Context: an optimization exercise on an open-source flow, tuned for small area, a short achievable clock period and few clock cycles per item. The choices shown serve that exercise and are no tape-out recipe.
Where RTL was checked, it was by simulation tests only, not by an equivalence proof against the original.
Function not checked in runs 1 and 2: the RTL went through the layout flow alone.
No activity file was given, so power comes from the tool's default toggle rates.

==> design.v <==
module psn_line_decoder (
    input  wire        clk,
    input  wire        rst_n,
    input  wire        in_valid,
    output wire        in_ready,
    input  wire [39:0] in_beat,
    input  wire        in_marked,
    input  wire [3:0]  in_mark_pos,
    output wire        out_valid,
    input  wire        out_ready,
    output wire [31:0] out_data,
    output wire        out_last,
    output wire [2:0]  out_status,
    output wire [3:0]  out_pos
);
    localparam integer RN = 19;           
    localparam integer EX = RN - 2;       
    localparam [2:0] ST_CLEAN     = 3'd0;
    localparam [2:0] ST_CORRECTED = 3'd1;
    localparam [2:0] ST_ERASURE   = 3'd2;
    localparam [2:0] ST_UNCORR    = 3'd3;
    localparam [2:0] ST_POISON    = 3'd4;
    function [3:0] gf_mul;
        input [3:0] a;
        input [3:0] b;
        reg   [6:0] p;
        integer i;
        begin
            p = 7'd0;
            for (i = 0; i < 4; i = i + 1)
                if (b[i]) p = p ^ ({3'd0, a} << i);
            if (p[6]) p = p ^ 7'b1001100;
            if (p[5]) p = p ^ 7'b0100110;
            if (p[4]) p = p ^ 7'b0010011;
            gf_mul = p[3:0];
        end
    endfunction
    function [3:0] locator;
        input [3:0] p;
        begin
            case (p)
                4'd0: locator = 4'hA;  4'd1: locator = 4'h5;  4'd2: locator = 4'hB;
                4'd3: locator = 4'hC;  4'd4: locator = 4'h6;  4'd5: locator = 4'h3;
                4'd6: locator = 4'h8;  4'd7: locator = 4'h4;  4'd8: locator = 4'h2;
                4'd9: locator = 4'h1;
                default: locator = 4'h0;
            endcase
        end
    endfunction
    function [4:0] inc_slot;
        input [4:0] s;
        begin
            inc_slot = (s == RN - 1) ? 5'd0 : s + 5'd1;
        end
    endfunction
    reg [31:0] r0_d;            
    reg [3:0]  r0_lo;           
    reg [3:0]  r0_hi;           
    reg        r0_mk;
    reg [3:0]  r0_mp;
    reg        fresh0;          
    reg [31:0] rd [1:RN-1];
    reg [3:0]  rs [1:RN-1];
    reg        in_ready_q;
    wire       wr = in_valid & in_ready_q;
    wire [39:0] b0 = {r0_hi, r0_lo, r0_d};
    reg [3:0] s0_0, s1_0;
    integer k;
    always @(*) begin
        s0_0 = 4'd0;
        s1_0 = 4'd0;
        for (k = 0; k < 10; k = k + 1) begin
            s0_0 = s0_0 ^ b0[4*k +: 4];
            s1_0 = s1_0 ^ gf_mul(b0[4*k +: 4], locator(k[3:0]));
        end
    end
    integer i;
    always @(posedge clk) begin
        r0_hi <= in_beat[39:36];
        r0_mk <= in_marked;
        r0_mp <= in_mark_pos;
        if (in_ready_q) begin
            r0_d  <= in_beat[31:0];
            r0_lo <= in_beat[35:32];
        end else begin
            r0_d  <= rd[RN-1];
            r0_lo <= rs[RN-1];
        end
        rd[1] <= r0_d;
        rs[1] <= fresh0 ? s0_0 : r0_lo;
        for (i = 2; i < RN; i = i + 1) begin
            rd[i] <= rd[i-1];
            rs[i] <= rs[i-1];
        end
    end
    reg        q_v;
    reg [3:0]  q_s0, q_s1;
    reg        q_mk;
    reg [3:0]  q_mp;
    always @(posedge clk) begin
        q_s0 <= s0_0;
        q_s1 <= s1_0;
        q_mk <= r0_mk;
        q_mp <= r0_mp;
    end
    reg [3:0]  fcnt;            
    reg [9:0]  f_good;          
    reg        f_clean;
    reg        f_poison;
    reg [9:0]  b_good;
    reg [3:0]  r_m;
    reg [3:0]  lm;
    integer p;
    always @(*) begin
        for (p = 0; p < 10; p = p + 1)
            b_good[p] = ((q_s1 ^ gf_mul(locator(p[3:0]), q_s0)) == 4'd0);
        lm  = locator(q_mp);
        r_m = q_s1 ^ gf_mul(lm, q_s0);
    end
    wire b_clean  = (q_s0 == 4'd0) && (q_s1 == 4'd0);
    wire b_poison = q_mk ? (r_m == 4'h2) : (q_s0 == 4'h0 && q_s1 == 4'h2);
    wire       first = (fcnt == 4'd0);
    wire [9:0] n_good   = (first ? 10'h3FF : f_good) & b_good;
    wire       n_clean  = (first | f_clean)  & b_clean;
    wire       n_poison = (first | f_poison) & b_poison;
    wire       n_eras   = (first | f_good[q_mp]) & (r_m == 4'd0);
    reg [2:0] dec_st;
    reg [3:0] dec_pos;
    reg [7:0] dec_fix;          
    reg [7:0] mk_nib;
    integer j;
    always @(*) begin
        mk_nib = 8'd0;
        for (j = 0; j < 8; j = j + 1)
            mk_nib[j] = (q_mp == j);
        dec_st  = ST_UNCORR;
        dec_pos = 4'hF;
        dec_fix = 8'd0;
        if (n_poison) begin
            dec_st  = ST_POISON;
            dec_fix = q_mk ? mk_nib : 8'd0;
        end else if (!q_mk) begin
            if (n_clean) begin
                dec_st = ST_CLEAN;
            end else if (|n_good) begin
                dec_st  = ST_CORRECTED;
                dec_fix = n_good[7:0];
                dec_pos = {n_good[8] | n_good[9],
                           n_good[4] | n_good[5] | n_good[6] | n_good[7],
                           n_good[2] | n_good[3] | n_good[6] | n_good[7],
                           n_good[1] | n_good[3] | n_good[5] | n_good[7] | n_good[9]};
            end
        end else if (n_eras) begin
            dec_st  = ST_ERASURE;
            dec_pos = q_mp;
            dec_fix = mk_nib;
        end
    end
    reg        pend_v;
    reg [2:0]  pend_st;
    reg [3:0]  pend_pos;
    reg [7:0]  pend_fix;
    reg [4:0]  ph_w;            
    reg [4:0]  ph_e;            
    reg [4:0]  wr_slot;         
    reg [4:0]  rd_slot;         
    reg [4:0]  count;           
    reg [3:0]  rd_idx;          
    reg        a_v;
    reg [31:0] a_d;
    reg        a_last;
    reg [2:0]  a_st;
    reg [3:0]  a_pos;
    reg [7:0]  a_fix;
    wire       ext_ok = (ph_e == rd_slot) && (count != 5'd0) && (pend_v || rd_idx != 4'd0);
    wire       a_load = !a_v || out_ready;
    wire       ext    = ext_ok && a_load;
    wire [2:0] x_st  = (rd_idx == 4'd0) ? pend_st  : a_st;
    wire [3:0] x_pos = (rd_idx == 4'd0) ? pend_pos : a_pos;
    wire [7:0] x_fix = (rd_idx == 4'd0) ? pend_fix : a_fix;
    reg [31:0] x_mask;
    integer n;
    always @(*) begin
        for (n = 0; n < 8; n = n + 1)
            x_mask[4*n +: 4] = x_fix[n] ? rs[EX] : 4'd0;
    end
    wire [4:0] count_n   = count + {4'd0, wr} - {4'd0, ext};
    wire [4:0] ph_w_n    = inc_slot(ph_w);
    wire [4:0] wr_slot_n = wr ? inc_slot(ph_w) : wr_slot;
    always @(posedge clk) begin
        if (!rst_n) begin
            fresh0     <= 1'b0;
            q_v        <= 1'b0;
            fcnt       <= 4'd0;
            pend_v     <= 1'b0;
            ph_w       <= 5'd0;
            ph_e       <= 5'd1;    
            wr_slot    <= 5'd0;
            rd_slot    <= 5'd0;
            count      <= 5'd0;
            rd_idx     <= 4'd0;
            a_v        <= 1'b0;
            in_ready_q <= 1'b1;
        end else begin
            fresh0 <= wr;
            q_v    <= fresh0;
            ph_w   <= ph_w_n;
            ph_e   <= inc_slot(ph_e);
            count  <= count_n;
            wr_slot <= wr_slot_n;
            if (wr && count == 5'd0 && !ext)
                rd_slot <= ph_w;
            else if (ext)
                rd_slot <= inc_slot(rd_slot);
            in_ready_q <= (count_n != RN) && ((ph_w_n == wr_slot_n) || count_n == 5'd0);
            if (q_v) begin
                fcnt     <= fcnt + 4'd1;
                f_good   <= n_good;
                f_clean  <= n_clean;
                f_poison <= n_poison;
                if (fcnt == 4'd15) begin
                    pend_v   <= 1'b1;
                    pend_st  <= dec_st;
                    pend_pos <= dec_pos;
                    pend_fix <= dec_fix;
                end
            end
            if (ext && rd_idx == 4'd0 && !(q_v && fcnt == 4'd15))
                pend_v <= 1'b0;
            if (a_load)
                a_v <= ext_ok;
            if (ext) begin
                rd_idx <= rd_idx + 4'd1;
                a_last <= (rd_idx == 4'd15);
                a_st   <= x_st;
                a_pos  <= x_pos;
                a_fix  <= x_fix;
            end
        end
        if (a_load)
            a_d <= rd[EX] ^ x_mask;
    end
    assign in_ready   = in_ready_q;
    assign out_valid  = a_v;
    assign out_data   = a_d;
    assign out_last   = a_last;
    assign out_status = a_st;
    assign out_pos    = a_pos;
endmodule
==> run.sh <==
#!/bin/bash
# synth_recipe.tcl (not shown) runs the flow's synth.tcl, then flattens the netlist and writes it again
# the make line also repeats each setting of config.mk as NAME=value (left out here)
make -C /OpenROAD-flow-scripts/flow DESIGN_CONFIG=/design/flow/config.mk WORK_HOME=/design/flow/orfs CLKGATE_MAP_FILE= SYNTH_SCRIPT=/design/flow/synth_recipe.tcl finish
==> config.mk <==
export PLATFORM = sky130hd
export DESIGN_NAME = psn_line_decoder
export DESIGN_NICKNAME = psn_line_decoder
export VERILOG_FILES = /design/flow/design.v
export SDC_FILE = /design/flow/constraint.sdc
export NUM_CORES = 4
export LEC_CHECK = 0
export ABC_CLOCK_PERIOD_IN_PS = 2400
export CAP_MARGIN = 20
export CORE_MARGIN = 2
export CORE_UTILIZATION = 40
export SETUP_SLACK_MARGIN = 4.6
export SLEW_MARGIN = 20
==> constraint.sdc <==
create_clock -name core_clock -period 7.0 [get_ports {clk}]
set_input_delay 1.4000 -clock core_clock [delete_from_list [all_inputs] [get_ports {clk}]]
set_output_delay 1.4000 -clock core_clock [all_outputs]
set_load 0.01 [all_outputs]
==> reports/metrics.csv, run 1 <==
metric,value,unit
initial drt markers,683,
Bufs and invs on worst path,5,
crit-path max FO,3,
Max-slew headroom,52.8,%
TritonCTS sink count,823,
most frequent cells in the layout,"729 x dfxtp_1, 122 x xnor2_1, 96 x nand2_1, 85 x clkbuf_16, 75 x edfxtp_1",
Max H-tree Level,3,
initial core utilization,40.5,%
vias in the first global route,10747,
first-pass GRT wire length,61.1,mm
register area share after synthesis,78.9,%
PwrDens,529,nW/µm²
Worst-Margin Slew,709,ps
final worst path period share,42.7,%
synthesized cell area,21800,µm²
# nets final,1728,
WP data required,7490,ps
kind of critical path,in -> reg,
die width,238,µm
dominant synthesized flop cell,dfxtp_1,
Async SR Flop Fraction,0,%
Hold Path Class,reg -> reg,
GRT overflow,0,
Die Ht,238,µm
Ys Warns,3,
Final Util,50.0,%
Peak Freq,334,MHz
RSZ-0062 raised after global routing,yes,
WL/cell,16.5,µm
Clock Skew,32.4,ps
CP dominant cell by count,inv_2,
Yosys reg bits,823,
Via density,4.43,
Total GRT Usage,14.2,%
num ports,91,
final slew viol count,0,
CP startpoint kind,input pin,
Routed Antenna Nets,0,
"EDFF count, synth",75,
later-pin clock latency in the skew report,610,ps
die area,56500,µm²
number of fill cells,4485,
Max stage delay on crit path,350,ps
"delay-heaviest family, CP",adder cells,
Leak,10.8,nW
TritonRoute pass-1 iters,4,
Worst Path Arrival,3480,ps
Synth cell types,71,
"commonest non-fill, non-tap cell in the layout",dfxtp_1,
routability cong.,0.827,
CP cell instances,buf_2 > nand2b_4 > nand2b_4 > clkinv_4 > ha_4 > inv_2 > ha_4 > inv_2 > fa_2 > inv_2 > a21oi_2 > nor2_1 > nor2_2 > xnor2_2 > a41oi_2 > o21a_1,
setup_tns,0,ps
Vias,10689,
layout cells sized above 1,22.1,%
CTS Hold Bufs,0,
core area,53900,µm²
Mapped Avg Cell Area,14.9,µm²
antenna fix cells,0,
Fin. Hold Viols,0,
DRC,0,
largest net degree at the start of global routing,20,
Post-Synthesis Cells,1464,
total CTS buffers,79,
initial antenna violation count,0,
Crit. End Element,flip-flop,
Port Buf Inserts,90,
outcome,"complete, no violations",
Clock Tree Root,clkbuf_16,
routed wire length,39.9,mm
Mapped Nets,1536,
HPWL Detailed,24.1,mm
# rows,85,
Crit-path slowest cell,fa_2,
Tmin final,2990,ps
Worst-path clk slew,60,ps
number of max-cap violations,0,
Tot Pwr,14.3,mW
worst-case clock buffer depth,3,
TritonCTS clock tree,done,
"Setup violations, final",0,
Area Growth Syn to Fin,23.5,%
Worst VDD drop,0.273,mV
## cell usage after synthesis (3+ instances only)
master      n  share of area [%]
o211ai_1    3               0.10
nand4_1     6               0.17
and2_1      8               0.23
a21o_1      3               0.10
buf_4       6               0.21
nor4b_1     6               0.24
clkbuf_1   18               0.31
a211oi_1    5               0.17
nor4_1      9               0.26
o22ai_1     3              0.086
nor3b_1     3               0.10
xnor2_1   126                5.1
edfxtp_1   75                 10
nor3_1     17               0.39
nand3_1    13               0.30
o21ai_0     8               0.18
mux2i_1     7               0.32
nor2b_1     3              0.086
nand3b_1    4               0.14
nand2b_1    7               0.20
or3_1       9               0.26
o31ai_1    11               0.38
buf_6       4               0.21
nand2_1    99                1.7
nor2_1     55               0.95
xor3_1      5               0.54
ha_1       22                1.3
a21oi_1    21               0.48
buf_2       4              0.092
xor2_1     40                1.6
dfxtp_1   748                 69
mux2_2     41                2.1
o21ai_1     4              0.092
inv_1      25               0.43
## where the power goes
group	switching, mW	internal [mW]
Sequential	0.663	6.32
Combinational	1.51	1.58
Clock	1.73	2.47
## final timing paths
path / slack (ps) / start / end / depth (start not counted)
setup reg to reg: 4060 / count[3] / in_ready_q / 19
hold reg to reg: 310 / rs[12][3] / rs[13][3] / 0
hold / removal: 310 / rs[12][3] / rs[13][3] / 0
setup / recovery: 4010 / out_ready / in_ready_q / 16
## layout make-up
type	count	area [µm²]	area share [%]
sequential	823	17300	64.0
multi-input combinational	582	4900	18.2
clock buffer	111	2300	8.54
timing repair buffer	142	1180	4.37
tap	696	871	3.23
clock inverter	30	330	1.22
inverter	27	114	0.422
timing repair inverter	1	5.00	0.0186
## worst reg2reg max path, stage by stage, from the launching register on
cell      delay, ps
dfxtp_2         320
inv_2            70
ha_4            130
nor4b_4         260
nor4_2           60
o211ai_1        120
nand2b_4        190
clkinv_4         60
ha_4            200
inv_2            60
ha_4            130
inv_2            30
fa_2            350
inv_2            70
a21oi_2          50
nor2_1          130
nor2_2           60
xnor2_2         220
a41oi_2         140
o21a_1          190
## metrics by stage
stage               setup slack (ps)  cells  hold slack (ps)  cell area [µm²]
floorplan                       3370   1464              310            22000
global placement                2570   2219              310            23600
detailed placement              2550   2219              312            23600
CTS                             4090   2400              314            26700
global route                    3890   2412              314            27000
finish                          4010   2412              307            27000
## sequential cells by signal, summed over array words and instances (netlist names), 5 cells and up
name	count
ph_e	5
a_fix	8
rd_slot	5
pend_fix	8
wr_slot	5
r0_d	32
rd	576
a_d	32
rs	72
count	5
f_good	10
ph_w	5
## routing by layer
metal / global-route usage [%] / vias to the layer above / wire length (µm)
li1: - / 5203 / -
met5: 0 / - / 0
met3: 3.05 / 73 / 1520
met2: 22.0 / 233 / 18100
met1: 19.7 / 5180 / 19200
met4: 5.20 / 0 / 1020
## timing repair
action | CTS | global route
pin swaps | 31 | 23
setup endpoints to repair | 134 | 75
resized for setup | 256 | 47
cloned | 4 | 0
setup buffers | 36 | 12
endpoints found under the hold margin | 0 | 0
## logic make-up after synthesis
group	Yosys count	share of synthesized area [%]
fa+ha+maj	23	1.35
flops	823	78.9
simple gates	253	5.63
buf+inv	61	1.31
xor+xnor	176	7.63
mux	49	2.54
compound gates	79	2.67
==> run 2: changes to the inputs <==
--- a/design.v
+++ b/design.v
@@ -184,9 +184,18 @@
         for (n = 0; n < 8; n = n + 1)
             x_mask[4*n +: 4] = x_fix[n] ? rs[EX] : 4'd0;
     end
-    wire [4:0] count_n   = count + {4'd0, wr} - {4'd0, ext};
-    wire [4:0] ph_w_n    = inc_slot(ph_w);
-    wire [4:0] wr_slot_n = wr ? inc_slot(ph_w) : wr_slot;
+    wire       inc = wr & ~ext;
+    wire       dec = ext & ~wr;
+    wire [4:0] count_p1 = count + 5'd1;
+    wire [4:0] count_m1 = count - 5'd1;
+    wire       c_eq0  = (count == 5'd0);
+    wire       c_eq1  = (count == 5'd1);
+    wire       c_eqf1 = (count == RN - 1);
+    wire       c_eqf  = (count == RN);
+    wire       full_n = (c_eqf1 & inc) | (c_eqf & ~dec);
+    wire       zero_n = (c_eq0 & ~inc) | (c_eq1 & dec);
+    wire       slot_n = wr | (wr_slot == inc_slot(ph_w));
+    wire       in_ready_n = ~full_n & (slot_n | zero_n);
     always @(posedge clk) begin
         if (!rst_n) begin
             fresh0     <= 1'b0;
@@ -204,15 +213,19 @@
         end else begin
             fresh0 <= wr;
             q_v    <= fresh0;
-            ph_w   <= ph_w_n;
+            ph_w   <= inc_slot(ph_w);
             ph_e   <= inc_slot(ph_e);
-            count  <= count_n;
-            wr_slot <= wr_slot_n;
+            if (inc)
+                count <= count_p1;
+            else if (dec)
+                count <= count_m1;
+            if (wr)
+                wr_slot <= inc_slot(ph_w);
             if (wr && count == 5'd0 && !ext)
                 rd_slot <= ph_w;
             else if (ext)
                 rd_slot <= inc_slot(rd_slot);
-            in_ready_q <= (count_n != RN) && ((ph_w_n == wr_slot_n) || count_n == 5'd0);
+            in_ready_q <= in_ready_n;
             if (q_v) begin
                 fcnt     <= fcnt + 4'd1;
                 f_good   <= n_good;
==> run 2 against run 1 <==
Against the previous run: die area is essentially flat; core utilization fell by 0.57 points; clock skew down 16 ps; setup slack improved by 340 ps; sequential share of layout area rose by 0.76 points; first-iteration DRC count is 27% lower; critical path depth fell by 15; fmax rose by 13%; global-route usage up 0.42 points; register-to-register slack improved by 450 ps; worst hold slack improved by 5.5 ps; critical endpoint is now out_data[11].
==> reports/metrics.csv, run 2 <==
metric,value,unit
Max-slew headroom,34.6,%
CP startpoint kind,flip-flop,
RR Endpoint,pend_pos[3],
routability cong.,0.807,
die width,238,µm
dominant synthesized flop cell,dfxtp_1,
PwrDens,476,nW/µm²
register area share after synthesis,78.9,%
"commonest non-fill, non-tap cell in the layout",dfxtp_1,
Max stage delay on crit path,470,ps
largest net degree at the start of global routing,40,
die area,56500,µm²
Bufs and invs on worst path,1,
Worst-path clk slew,60,ps
Die Ht,238,µm
# nets final,1707,
initial core utilization,40.5,%
vias in the first global route,10829,
Synth top cells by count,"748 x dfxtp_1, 133 x xnor2_1, 101 x nand2_1, 75 x edfxtp_1, 43 x mux2_2",
Fin Hold WS,312,ps
Worst Reg-to-Reg Cells,9,
Max H-tree Level,3,
Worst Path Arrival,1250,ps
DRC,0,
TritonRoute pass-1 iters,5,
Routed Antenna Nets,0,
"delay-heaviest family, CP",flip-flops,
num ports,91,
max reg flops,576,
Via density,4.39,
stages on the worst setup path,1,
RSZ-0062 raised after global routing,yes,
initial drt markers,502,
WL/cell,16.9,µm
GRT overflow,0,
routed wire length,40.5,mm
Area Growth Syn to Fin,22.2,%
Clock Tree Root,clkbuf_16,
worst-case clock buffer depth,3,
CP Launch Point,a_d[11],
Final Util,49.5,%
"count leader, synth",dfxtp_1,
R2R setup slack,4510,ps
crit-path max FO,1,
synthesized cell area,21800,µm²
setup_tns,0,ps
Yosys reg bits,823,
antenna fix cells,0,
final slew viol count,0,
end point of the critical path,out_data[11],
Post-Synthesis Cells,1446,
Tmin final,2650,ps
Mapped Nets,1518,
"Setup violations, final",0,
TritonCTS sink count,823,
kind of critical path,reg -> out,
Vias,10497,
outcome,"complete, no violations",
Crit-path slowest cell,edfxtp_1,
Leak,10.7,nW
dominant cell type by area after synthesis,dfxtp_1,
most frequent cells in the layout,"732 x dfxtp_1, 130 x xnor2_1, 97 x nand2_1, 77 x clkbuf_16, 75 x edfxtp_1",
first-pass GRT wire length,62.4,mm
hold depth,0,
Hold Path Class,reg -> reg,
Synth cell types,76,
synth top area cells,"dfxtp_1 69%, edfxtp_1 10%, xnor2_1 5.3%",
post-synth top area share,68.6,%
Fin. Hold Viols,0,
Ys Warns,3,
Async SR Flop Fraction,0,%
Clock Skew,16.7,ps
WP data required,5600,ps
later-pin clock latency in the skew report,600,ps
Port Buf Inserts,90,
TritonCTS clock tree,done,
# rows,85,
initial antenna violation count,4,
core area,53900,µm²
CP cell instances,buf_2,
Largest regs,"rd (576), rs (72)",
Mapped Avg Cell Area,15.1,µm²
reg-to-reg startpoint,q_s0[0],
Crit. End Element,primary output,
Worst-Margin Slew,972,ps
total CTS buffers,76,
CTS Hold Bufs,0,
Worst VDD drop,0.229,mV
Peak Freq,377,MHz
"EDFF count, synth",75,
number of max-cap violations,0,
final worst path period share,37.9,%
number of fill cells,4549,
HPWL Detailed,24.4,mm
Total GRT Usage,14.7,%
layout cells sized above 1,20.5,%
largest register by flop count,rd,
==> run 2: routing by layer <==
layer	track usage [%]	up-vias	wire length, µm
met5	0	-	0
met4	5.41	0	1170
met3	3.36	73	1580
met2	23.3	194	18400
met1	19.6	5095	19300
li1	-	5135	-
==> run 2: cells by family after synthesis <==
kind of cell / Yosys count / share of synthesized area, %
adders and majority gates: 23 / 1.32
buffers and inverters: 53 / 1.07
xor gates and xnor gates: 180 / 7.58
muxes: 54 / 2.84
DFF: 823 / 78.9
and+or+nand+nor: 237 / 5.57
AOI/OAI and AO/OA: 76 / 2.70
==> run 2: repair_timing <==
action                     4_1_cts  5_1_grt
setup endpoints to repair      109       67
pin swaps                       10       19
gates cloned                     4        0
resized for setup              221       38
setup buffers                   35       11
==> run 2: layout make-up <==
cell class | count | area [µm²] | area share (%)
clock buffers | 107 | 2120 | 7.96
flip-flops and latches | 823 | 17300 | 64.8
well taps | 696 | 871 | 3.27
inverters | 22 | 90.1 | 0.338
clock inverters | 30 | 387 | 1.45
repair buffers | 140 | 1180 | 4.41
multi-input cells | 572 | 4750 | 17.8
==> run 2: worst min path at each step <==
stage | startpoint | slack, ps | end
floorplan | r0_mk | 310 | q_mk
global placement | rd[3][23] | 310 | rd[4][23]
detailed placement | rd[1][26] | 310 | rd[2][26]
CTS | rs[10][0] | 310 | rs[11][0]
global route | rs[10][0] | 310 | rs[11][0]
finish | rd[12][1] | 310 | rd[13][1]
==> run 2: report_power, final <==
| group | leakage, nW | switching (mW) | internal [mW] |
|---|---|---|---|
| clock | 1.24 | 1.69 | 2.40 |
| sequential | 7.04 | 0.495 | 5.80 |
| combinational | 2.45 | 1.15 | 1.17 |
| total | 10.7 | 3.34 | 9.37 |
==> run 2: stage by stage <==
stage,cells,power [mW],area (µm²),setup slack [ps]
6_report,2390,12.7,26700,4350
5_1_grt,2390,13.3,26700,4320
4_1_cts,2379,12.6,26400,4340
3_5_place_dp,2203,8.40,23600,2720
3_3_place_gp,2203,8.35,23600,2730
2_1_floorplan,1446,7.73,22000,3690
==> run 3: changes to the inputs <==
--- a/design.v
+++ b/design.v
@@ -13,7 +13,7 @@
     output wire [2:0]  out_status,
     output wire [3:0]  out_pos
 );
-    localparam integer RN = 19;           
+    localparam integer RN = 18;           
     localparam integer EX = RN - 2;       
     localparam [2:0] ST_CLEAN     = 3'd0;
     localparam [2:0] ST_CORRECTED = 3'd1;
@@ -54,40 +54,32 @@
         end
     endfunction
     reg [31:0] r0_d;            
-    reg [3:0]  r0_lo;           
-    reg [3:0]  r0_hi;           
-    reg        r0_mk;
-    reg [3:0]  r0_mp;
-    reg        fresh0;          
+    reg [3:0]  r0_s;            
     reg [31:0] rd [1:RN-1];
     reg [3:0]  rs [1:RN-1];
     reg        in_ready_q;
     wire       wr = in_valid & in_ready_q;
-    wire [39:0] b0 = {r0_hi, r0_lo, r0_d};
-    reg [3:0] s0_0, s1_0;
+    reg [3:0] s0_in, s1_in;
     integer k;
     always @(*) begin
-        s0_0 = 4'd0;
-        s1_0 = 4'd0;
+        s0_in = 4'd0;
+        s1_in = 4'd0;
         for (k = 0; k < 10; k = k + 1) begin
-            s0_0 = s0_0 ^ b0[4*k +: 4];
-            s1_0 = s1_0 ^ gf_mul(b0[4*k +: 4], locator(k[3:0]));
+            s0_in = s0_in ^ in_beat[4*k +: 4];
+            s1_in = s1_in ^ gf_mul(in_beat[4*k +: 4], locator(k[3:0]));
         end
     end
     integer i;
     always @(posedge clk) begin
-        r0_hi <= in_beat[39:36];
-        r0_mk <= in_marked;
-        r0_mp <= in_mark_pos;
         if (in_ready_q) begin
-            r0_d  <= in_beat[31:0];
-            r0_lo <= in_beat[35:32];
+            r0_d <= in_beat[31:0];
+            r0_s <= s0_in;
         end else begin
-            r0_d  <= rd[RN-1];
-            r0_lo <= rs[RN-1];
+            r0_d <= rd[RN-1];
+            r0_s <= rs[RN-1];
         end
         rd[1] <= r0_d;
-        rs[1] <= fresh0 ? s0_0 : r0_lo;
+        rs[1] <= r0_s;
         for (i = 2; i < RN; i = i + 1) begin
             rd[i] <= rd[i-1];
             rs[i] <= rs[i-1];
@@ -98,10 +90,10 @@
     reg        q_mk;
     reg [3:0]  q_mp;
     always @(posedge clk) begin
-        q_s0 <= s0_0;
-        q_s1 <= s1_0;
-        q_mk <= r0_mk;
-        q_mp <= r0_mp;
+        q_s0 <= s0_in;
+        q_s1 <= s1_in;
+        q_mk <= in_marked;
+        q_mp <= in_mark_pos;
     end
     reg [3:0]  fcnt;            
     reg [9:0]  f_good;          
@@ -198,7 +190,6 @@
     wire       in_ready_n = ~full_n & (slot_n | zero_n);
     always @(posedge clk) begin
         if (!rst_n) begin
-            fresh0     <= 1'b0;
             q_v        <= 1'b0;
             fcnt       <= 4'd0;
             pend_v     <= 1'b0;
@@ -211,8 +202,7 @@
             a_v        <= 1'b0;
             in_ready_q <= 1'b1;
         end else begin
-            fresh0 <= wr;
-            q_v    <= fresh0;
+            q_v    <= wr;
             ph_w   <= inc_slot(ph_w);
             ph_e   <= inc_slot(ph_e);
             if (inc)
==> run 3 against run 2 <==
Against the previous run: still clean on timing, DRC and antenna; sequential power fell by 4.8%; clock power fell by 2%; via count fell by 3.5%; worst hold slack got worse by 18 ps; power fell by 3.8%; sequential share of layout area fell by 1.8 points; critical path depth did not move; synthesized cell count fell by 3.2%; fmax rose by 1.5%; largest power group unchanged.
==> reports/metrics.csv, run 3 <==
metric,value,unit
synth top area cells,"dfxtp_1 67%, edfxtp_1 11%, xnor2_1 5.5%",
max reg flops,544,
"EDFF count, synth",75,
Synth cell types,70,
GRT overflow,0,
"count leader, synth",dfxtp_1,
Clock Skew,35.7,ps
Peak Freq,383,MHz
antenna fix cells,0,
RSZ-0062 raised after global routing,yes,
initial core utilization,40.6,%
TritonCTS clock tree,done,
CP cell instances,buf_2,
hold depth,0,
Largest regs,"rd (544), rs (68)",
num ports,91,
Crit-path slowest cell,edfxtp_1,
dominant cell type by area after synthesis,dfxtp_1,
number of fill cells,4406,
DRC,0,
setup ws final,4390,ps
Die Ht,233,µm
largest net degree at the start of global routing,39,
reg-to-reg startpoint,q_s0[3],
TritonCTS sink count,777,
initial drt markers,549,
Clock Tree Root,clkbuf_16,
core area,51500,µm²
Fin. Hold Viols,0,
Post-Synthesis Cells,1400,
layout cells sized above 1,23.0,%
Routed Antenna Nets,0,
Register Area,16300,µm²
Yosys reg bits,777,
"commonest non-fill, non-tap cell in the layout",dfxtp_1,
final worst path period share,37.3,%
DP Worst Slack,2870,ps
Ys Warns,3,
Leak,10.6,nW
first-pass GRT wire length,59.2,mm
Tmin final,2610,ps
routed wire length,38.0,mm
R2R setup slack,4410,ps
final slew viol count,0,
Worst Path Arrival,1210,ps
Vias,10134,
total CTS buffers,73,
crit-path max FO,1,
stages on the worst setup path,1,
Max stage delay on crit path,440,ps
HPWL Detailed,22.9,mm
PwrDens,470,nW/µm²
"delay-heaviest family, CP",flip-flops,
Bufs and invs on worst path,1,
Synth top cells by count,"702 x dfxtp_1, 132 x xnor2_1, 82 x nand2_1, 75 x edfxtp_1, 47 x mux2_2",
die area,54100,µm²
TritonRoute pass-1 iters,7,
multi-input logic area,5000,µm²
Hold Path Class,reg -> reg,
die width,233,µm
# rows,83,
Max H-tree Level,3,
RR Endpoint,pend_pos[1],
Hold Crit Start,rd[10][29],
worst-case clock buffer depth,3,
kind of critical path,reg -> out,
later-pin clock latency in the skew report,600,ps
WL/cell,16.4,µm
end point of the critical path,out_data[25],
routability cong.,0.789,
Async SR Flop Fraction,0,%
Crit. End Element,primary output,
post-synth top area share,67.2,%
Via density,4.37,
register area share after synthesis,78.0,%
Mapped Avg Cell Area,14.9,µm²
setup_tns,0,ps
largest register by flop count,rd,
Port Buf Inserts,90,
Worst-path clk slew,60,ps
CTS Hold Bufs,0,
outcome,"complete, no violations",
synthesized cell area,20900,µm²
WP data required,5600,ps
Max-slew headroom,54.6,%
Total GRT Usage,14.5,%
Worst Reg-to-Reg Cells,10,
Mapped Nets,1472,
vias in the first global route,10373,
"Setup violations, final",0,
Area Growth Syn to Fin,24.3,%
# nets final,1657,
most frequent cells in the layout,"686 x dfxtp_1, 103 x xnor2_1, 81 x nand2_1, 75 x edfxtp_1, 75 x clkbuf_16",
number of max-cap violations,0,
CP startpoint kind,flip-flop,
CP Launch Point,a_d[25],
Worst VDD drop,0.211,mV
dominant synthesized flop cell,dfxtp_1,
initial antenna violation count,6,
Worst-Margin Slew,680,ps
## run 3: cell type report
type                    count  area share, %
inverters                  21          0.376
repair buffers            144           4.64
flip-flops and latches    777           62.9
clock inverters            24           1.30
clock buffers             106           8.25
well taps                 680           3.28
multi-input cells         568           19.2
## run 3: worst min-delay path by stage
stage and end:
6_report rd[11][29], 5_1_grt rs[14][0], 4_1_cts rs[14][0], 3_5_place_dp rs[6][2]
3_3_place_gp rd[9][0], 2_1_floorplan rd[10][0]
## run 3: logic make-up after synthesis
group / count (synthesis) / share of synthesized area (%)
flops: 777 / 78.0
mux: 57 / 3.07
compound gates: 86 / 3.05
fa+ha+maj: 23 / 1.38
simple gates: 224 / 5.54
xor+xnor: 176 / 7.78
buf+inv: 57 / 1.20
## run 3: timing repair
| action | in CTS | in global routing |
|---|---|---|
| endpoints found under the setup margin | 119 | 79 |
| pin swaps | 27 | 26 |
| resized for setup | 272 | 61 |
| gates cloned | 4 | 0 |
| setup buffers | 43 | 6 |
## run 3: routing by layer
metal  vias up  share of wire [%]  GRT usage [%]
met2       187                 45           22.6
met3        84                5.2           4.03
met4        10                2.7           5.39
met5         -               0.17              0
li1       4983                  -              -
met1      4870                 46           19.2
## run 3: stage by stage
stage	cell area [µm²]	utilization (%)	hold slack [ps]	total power, mW	cells
final	26000	50.4	294	12.2	2320
after detailed placement	22700	44.1	312	7.94	2137
after floorplan	21100	-	310	7.26	1400
after CTS	25700	49.9	297	12.2	2314
after global placement	22700	44.1	310	7.89	2137
after global routing	26000	50.4	310	12.8	2320
## run 3: power by group
part	leakage (nW)	total [mW]	internal [mW]	switching [mW]
registers	6.65	6.00	5.56	0.444
clock network	1.21	3.99	2.39	1.60
logic	2.70	2.22	1.11	1.11
Testbench counts of run 3, summed over its fixed seeds: cycles 23,148, lines 1,440.
==> run 4: changes to the inputs <==
--- a/config.mk
+++ b/config.mk
@@ -9,5 +9,7 @@
 export CAP_MARGIN = 20
 export CORE_MARGIN = 2
 export CORE_UTILIZATION = 40
+export CTS_CLUSTER_DIAMETER = 80
+export CTS_CLUSTER_SIZE = 30
 export SETUP_SLACK_MARGIN = 4.6
 export SLEW_MARGIN = 20
==> run 4 against run 3 <==
Against the previous run: still clean; global-route usage decreased by 0.48 points; via count decreased by 2.2%; sequential power about the same; clock skew decreased by 11 ps; count of clock-buffer cells in the layout decreased by 60; sequential share of layout area increased by 3.5 points; wire length decreased by 2.4%; core utilization decreased by 2.7 points.
==> reports/metrics.csv, run 4 <==
metric,value,unit
initial antenna violation count,5,
post-synth top area share,67.2,%
Mapped Avg Cell Area,14.9,µm²
outcome,"complete, no violations",
CP startpoint kind,flip-flop,
Synth top cells by count,"702 x dfxtp_1, 132 x xnor2_1, 82 x nand2_1, 75 x edfxtp_1, 47 x mux2_2",
Async SR Flop Fraction,0,%
die area,54100,µm²
routability cong.,0.789,
Compound-Gate Fraction of Synth Area,3.05,%
TritonCTS sink count,777,
Bufs and invs on worst path,1,
register area share after synthesis,78.0,%
Final Util,47.8,%
number of max-cap violations,0,
switching share of power,27.6,%
Post-Synth XOR/XNOR Area,7.78,%
layout cells sized above 1,19.8,%
Psw,2.93,mW
Worst Path Arrival,1240,ps
HPWL Detailed,22.9,mm
synth top area cells,"dfxtp_1 67%, edfxtp_1 11%, xnor2_1 5.5%",
Yosys reg bits,777,
Fin Hold WS,320,ps
largest register by flop count,rd,
worst-case clock buffer depth,3,
Worst-Margin Slew,661,ps
"commonest non-fill, non-tap cell in the layout",dfxtp_1,
# rows,83,
Fin. Hold Viols,0,
most frequent cells in the layout,"686 x dfxtp_1, 103 x xnor2_1, 81 x nand2_1, 75 x edfxtp_1, 49 x buf_4",
Worst VDD drop,0.223,mV
"EDFF count, synth",75,
first-pass GRT wire length,57.3,mm
Crit. End Element,primary output,
largest family of logic cells by synthesized area,XOR/XNOR gates,
DR top layer,met5,
Vias,9909,
crit-path max FO,1,
WP data required,5600,ps
Register Area,16300,µm²
number of fill cells,4530,
PwrDens,431,nW/µm²
Ys Warns,3,
WL/cell,16.5,µm
final worst path period share,37.7,%
initial core utilization,40.6,%
kind of critical path,reg -> out,
sequential power share,56.5,%
Die Ht,233,µm
max reg flops,544,
Clock Power Share,22.6,%
Max stage delay on crit path,480,ps
initial drt markers,565,
WL met2,16.7,mm
num ports,91,
CTS Hold Bufs,0,
Via density,4.41,
die width,233,µm
Post-DP Area,22700,µm²
Total GRT Usage,14.0,%
Clock Skew,24.7,ps
multi-input logic area,4980,µm²
Worst-path clk slew,110,ps
"Setup violations, final",0,
Synth cell types,70,
Mapped Nets,1472,
Leak,9.90,nW
Hold Path Class,reg -> reg,
Max H-tree Level,2,
routed wire length,37.1,mm
Post-Synthesis Cells,1400,
largest net degree at the start of global routing,39,
Max-slew headroom,55.8,%
Simple-Gate Fraction of Synth Area,5.54,%
DRC,0,
dominant cell type by area after synthesis,dfxtp_1,
Routed Antenna Nets,0,
Clock Tree Root,clkbuf_16,
"delay-heaviest family, CP",flip-flops,
# nets final,1621,
"count leader, synth",dfxtp_1,
TritonRoute pass-1 iters,5,
Peak Freq,379,MHz
core area,51500,µm²
R2R setup slack,4370,ps
GRT overflow,0,
Metal-1 WL,17.8,mm
final slew viol count,0,
TritonCTS clock tree,done,
dominant synthesized flop cell,dfxtp_1,
Area Growth Syn to Fin,17.7,%
Tmin final,2640,ps
combinational share of power,20.9,%
Port Buf Inserts,90,
Crit-path slowest cell,edfxtp_1,
internal power,7.67,mW
later-pin clock latency in the skew report,580,ps
antenna fix cells,0,
RSZ-0062 raised after global routing,yes,
total CTS buffers,35,
setup_tns,0,ps
vias in the first global route,9865,
Largest regs,"rd (544), rs (68)",
synthesized cell area,20900,µm²
post-layout instance area,24600,µm²
CP cell instances,buf_2,
routed wl met3,1.78,mm
Adder-Cell Fraction of Synth Area,1.38,%
portion of netlist area occupied by mux cells,3.07,%
## run 4: cells by family (layout without fill, tap and decap cells)
family	Yosys count	in the layout
XOR/XNOR	176	176
AND/OR/NAND/NOR	224	226
adder cells (fa/ha/maj)	23	23
multiplexers	57	57
flip-flops	777	777
buffers and inverters	57	223
AO/OA/AOI/OAI	86	86
## run 4: final cells by class
type | count | share of cell area (%)
sequential | 777 | 66.4
inverter | 21 | 0.386
tap | 680 | 3.46
multi-input combinational | 568 | 20.2
timing repair buffer | 146 | 4.96
clock inverter | 10 | 0.707
clock buffer | 46 | 3.85
## run 4: worst paths after layout
check,end,depth (start not counted),start
worst max-delay path,out_data[0],1,a_d[0]
worst min-delay path,rs[1][0],0,r0_s[0]
worst max register to register,pend_pos[1],10,q_s0[0]
worst min register to register,rs[1][0],0,r0_s[0]
## run 4: per-layer routing
layer	up-vias	GRT usage (%)
met2	155	21.9
li1	4870	-
met1	4821	19.5
met3	53	3.50
met5	-	0
met4	10	3.60
## run 4: repair_timing
action,in CTS,in global routing
endpoints found under the setup margin,118,79
cloned,4,0
pin swaps,30,26
setup buffers,44,7
gates resized for setup,269,64
## run 4: through the flow
| stage | total power [mW] | std cells | worst slack (ps) |
|---|---|---|---|
| after floorplan | 7.26 | 1400 | 3730 |
| after global placement | 7.89 | 2137 | 2870 |
| after detailed placement | 7.94 | 2137 | 2870 |
| after CTS | 10.5 | 2241 | 4320 |
| after global routing | 11.2 | 2248 | 4300 |
| final | 10.6 | 2248 | 4360 |
## run 4: power groups by stage
| stage | clock, mW | sequential (mW) | combinational (mW) |
|---|---|---|---|
| 6_report | 2.40 | 5.99 | 2.22 |
| 3_5_place_dp | 0 | 6.11 | 1.82 |
| 2_1_floorplan | 0 | 5.88 | 1.39 |
| 5_1_grt | 2.65 | 6.09 | 2.41 |
| 4_1_cts | 2.48 | 6.00 | 2.06 |
| 3_3_place_gp | 0 | 6.10 | 1.80 |

afterwards: timing with drivers on the ports:
The flow's constraints put no driver on any port. The routed layouts listed below were extracted and timed again, unchanged, in two steps.
Step 1, drivers: a clkbuf_16 drives clk and a buf_2 each remaining input, both assumed.
Step 2 adds t to the input delays and takes it off the output delays; t is the mean of the earliest and latest rising clock arrival at the registers after step 1. Input paths then give back, and output paths get back, about the clock's delay inside the block.
Three values: ideal ports, drivers, drivers and shift; two values: the first two.
| run | t (ns) | setup slack, ns | worst hold slack (ns) | latest minus earliest clock arrival (ns) |
|---|---|---|---|---|
| run 1 | 0.645 | 4.008 / 4.043 / 3.397 | 0.307 / 0.307 / 0.307 | 0.032 / 0.033 |
| run 2 | 0.647 | 4.348 / 4.290 / 3.940 | 0.312 / 0.312 / 0.312 | 0.019 / 0.019 |
| run 3 | 0.639 | 4.387 / 4.334 / 3.956 | 0.294 / 0.294 / 0.294 | 0.036 / 0.037 |
| run 4 | 0.621 | 4.359 / 4.305 / 3.970 | 0.320 / 0.320 / 0.320 | 0.030 / 0.030 |
After both steps every run listed still meets setup and hold. For run 1, which loses most, drivers alone change the setup slack by +0.035 ns; drivers and shift together by -0.611 ns.
